Background: an optimization exercise with open tools, aiming at small area, a short achievable clock period and few clock cycles. Do not read the settings as production practice. Function was checked by simulation only, so behaviour that the tests miss may differ from the original. Power is estimated from default activity; no workload was simulated.

## the baseline
## canopy_fec_tx
module canopy_fec_tx (
    input  wire        clk,
    input  wire        rst,         
    input  wire        start,
    input  wire [30:0] seed,
    input  wire        in_valid,
    output wire        in_ready,
    input  wire [9:0]  in_sym,
    output reg         out_valid,
    input  wire        out_ready,
    output reg  [13:0] out_trits,
    output reg         out_first    
);
Settings: LEC_CHECK=0, ABC_CLOCK_PERIOD_IN_PS=4000, CAP_MARGIN=20, CORE_MARGIN=2, CORE_UTILIZATION=55, CTS_BUF_LIST=sky130_fd_sc_hd__clkbuf_8, CTS_CLUSTER_DIAMETER=50, CTS_CLUSTER_SIZE=14, SLEW_MARGIN=20; clock period 13.0 ns.
standard.sh (not shown) runs the stock make flow with config.mk's settings and CLKGATE_MAP_FILE= SYNTH_SCRIPT=/design/flow/synth_recipe.tcl, a recipe that flattens the netlist after the stock synthesis.
==> flow/flow/run.sh <==
#!/bin/bash
# Own layout flow: the standard synthesis and layout, with
# - the timing repair asked to keep a setup margin, so that paths end up
#   well below the 13 ns clock period the layout is constrained and signed
#   off at;
# - the port buffers made of the smallest buffer (timing repair resizes the
#   ones on critical paths);
# - clock tree synthesis without dummy load cells.
set -euo pipefail
bash standard.sh synth > synth.log 2>&1
bash standard.sh finish SETUP_SLACK_MARGIN=9.3 \
    "BUFFER_PORTS_ARGS=-buffer_cell sky130_fd_sc_hd__buf_1" \
    "CTS_ARGS=-sink_clustering_enable -repair_clock_nets -buf_list sky130_fd_sc_hd__clkbuf_8 -sink_clustering_size 14 -sink_clustering_max_diameter 50 -dont_use_dummy_load" \
    > layout.log 2>&1
The baseline ended with every stage complete and zero timing, DRC or antenna violations.
Testbench counts of the baseline, summed over its fixed seeds: cycles 52,368.
Here is what was changed in the inputs of the candidate compared with the baseline.
diff --git a/flow/design.v b/flow/design.v
--- a/flow/design.v
+++ b/flow/design.v
@@ -600,45 +600,46 @@
             c[4] = g[3] | (p[3] & g[2]) | (p[3] & p[2] & g[1]) | (p[3] & p[2] & p[1] & g[0]);
             c[5] = p[4] & c[4];
             c[6] = p[5] & p[4] & c[4];
             for (k = 0; k < 7; k = k + 1)
                 to_trits[2*k +: 2] = c[k] ? {u[2*k], ~u[2*k+1] & ~u[2*k]} : u[2*k +: 2];
         end
     endfunction
     reg        in_ready_r;
     reg  [9:0] sym_q;           
     reg        v_q;
     reg  [9:0] ccnt;            
     reg        flush;           
+    reg        sof;             
     reg  [3:0] cwi;             
     reg        fpend;           
     reg  [9:0] par [0:15];
     reg [30:0] scr;
     reg [19:0] gw;              
     reg        emp, hi;
     reg  [3:0] ph;              
     reg [10:0] e_q;             
     reg        e_v, e_first;
     assign in_ready = in_ready_r;
     wire clr       = rst | start;
     wire acc       = in_valid & in_ready_r;    
     wire room      = emp | ~hi;            
     wire hold      = v_q & ~room;
     wire push_d    = v_q & room;
     wire par_phase = (ccnt[9:4] == 6'b100001) & ~v_q;
     wire push_p    = par_phase & (flush | room);
     wire push_w    = push_d | (push_p & ~flush);
     wire wrap      = push_p & (ccnt[3:0] == 4'hf);
-    wire [9:0]   fb     = v_q ? (sym_q ^ par[15]) : 10'd0;
     wire [9:0]   cw_sym = v_q ? sym_q : par[15];
+    wire [9:0]   fb     = cw_sym ^ par[15];     
     wire [159:0] prod   = rs_prod(fb);
     reg  [9:0] key;
     integer b;
     always @(*)
         for (b = 0; b < 10; b = b + 1)
             key[9-b] = scr[30-b] ^ scr[27-b];
     wire [9:0] s = cw_sym ^ key;
     wire [19:0] win = room ? {gw[9:0], s} : gw;
     wire [10:0] grp = win[ph +: 11];
     wire        have = push_w ? ~emp : hi;   
     wire adv_out = ~out_valid | out_ready;
     wire adv_e   = ~e_v | adv_out;
@@ -670,37 +671,42 @@
             gw <= {gw[9:0], s};
         if (start)
             scr <= seed;
         else if (push_w)
             scr <= {scr[20:0], key};
     end
     always @(posedge clk) begin
         if (clr) begin
             in_ready_r <= 1'b0;
             v_q        <= 1'b0;
             ccnt       <= 10'd528;
             flush      <= 1'b1;
+            sof        <= 1'b1;
             cwi        <= 4'd0;
             fpend      <= 1'b0;
             emp        <= 1'b1;
             hi         <= 1'b0;
             ph         <= 4'd9;
         end else begin
             in_ready_r <= ready_next;
             v_q        <= acc | hold;
             ccnt       <= acc ? ccnt_b1 : ccnt_b;
             flush      <= flush_next;
+            if (push_d)
+                sof <= 1'b0;
+            else if (wrap)
+                sof <= 1'b1;
             if (wrap & ~flush)
                 cwi <= (cwi == 4'd10) ? 4'd0 : cwi + 4'd1;
-            if (push_d & (ccnt == 10'd1) & (cwi == 4'd0))
+            if (push_d & sof & (cwi == 4'd0))
                 fpend <= 1'b1;
             else if (pop)
                 fpend <= 1'b0;
             emp        <= emp_next;
             hi         <= hi_next;
             if (pop)
                 ph <= (ph == 4'd0) ? 4'd9 : ph - 4'd1;
         end
     end
     wire [13:0] trits = to_trits(e_q);
     always @(posedge clk) begin
         if (clr) begin
[summary]
- Going from the baseline to the candidate, via count grows by 2.3%.
- Sequential share of layout area ends up higher on the baseline.
- [the candidate vs the baseline] portion of total power attributed to combinational logic: higher in the candidate
- [compare] base=the baseline new=the candidate: final design utilization picked up an extra 1.1 points, total power draw fell by about 0.33%, sum of routed wire length over all layers shows no meaningful change, count of buffers not belonging to the clock network in the layout saw an increase.
- | number of multi-input logic gates | the candidate vs the baseline | ≈ equal |
- Going from the baseline to the candidate, the final-layout non-clock buffer area share was found to have gone up by 1.8 points.
Testbench counts of the candidate, summed over its fixed seeds: cycles 52,368.

-- separate check: timing with driven ports --
Ports are ideal in the flow. The routed layouts listed here were re-timed in OpenROAD.
Step 1 (the two cells are an assumption about what drives the block):
set clk [get_ports {clk}]
set_driving_cell -lib_cell sky130_fd_sc_hd__clkbuf_16 $clk
set_driving_cell -lib_cell sky130_fd_sc_hd__buf_2 [delete_from_list [all_inputs] $clk]
Step 2, shift: input delay + t, output delay - t, t = (earliest + latest rising clock arrival at the registers) / 2. This alone moves slack from input paths to output paths.
a / b / c = no drivers / after step 1 / after step 2; a / b = the first two.
run | t, ns | setup slack, ns | worst setup path at the end | clock arrival spread, ns | cell pins on the clock port's net
the baseline | 0.559 | 9.321 / 9.273 / 8.810 | input to register | 0.079 / 0.079 | 1
the candidate | 0.561 | 9.349 / 9.299 / 8.891 | input to register | 0.066 / 0.066 | 1
After both steps every run listed still meets setup and hold. For the baseline, which loses most, drivers alone change the setup slack by -0.048 ns; drivers and shift together by -0.511 ns.
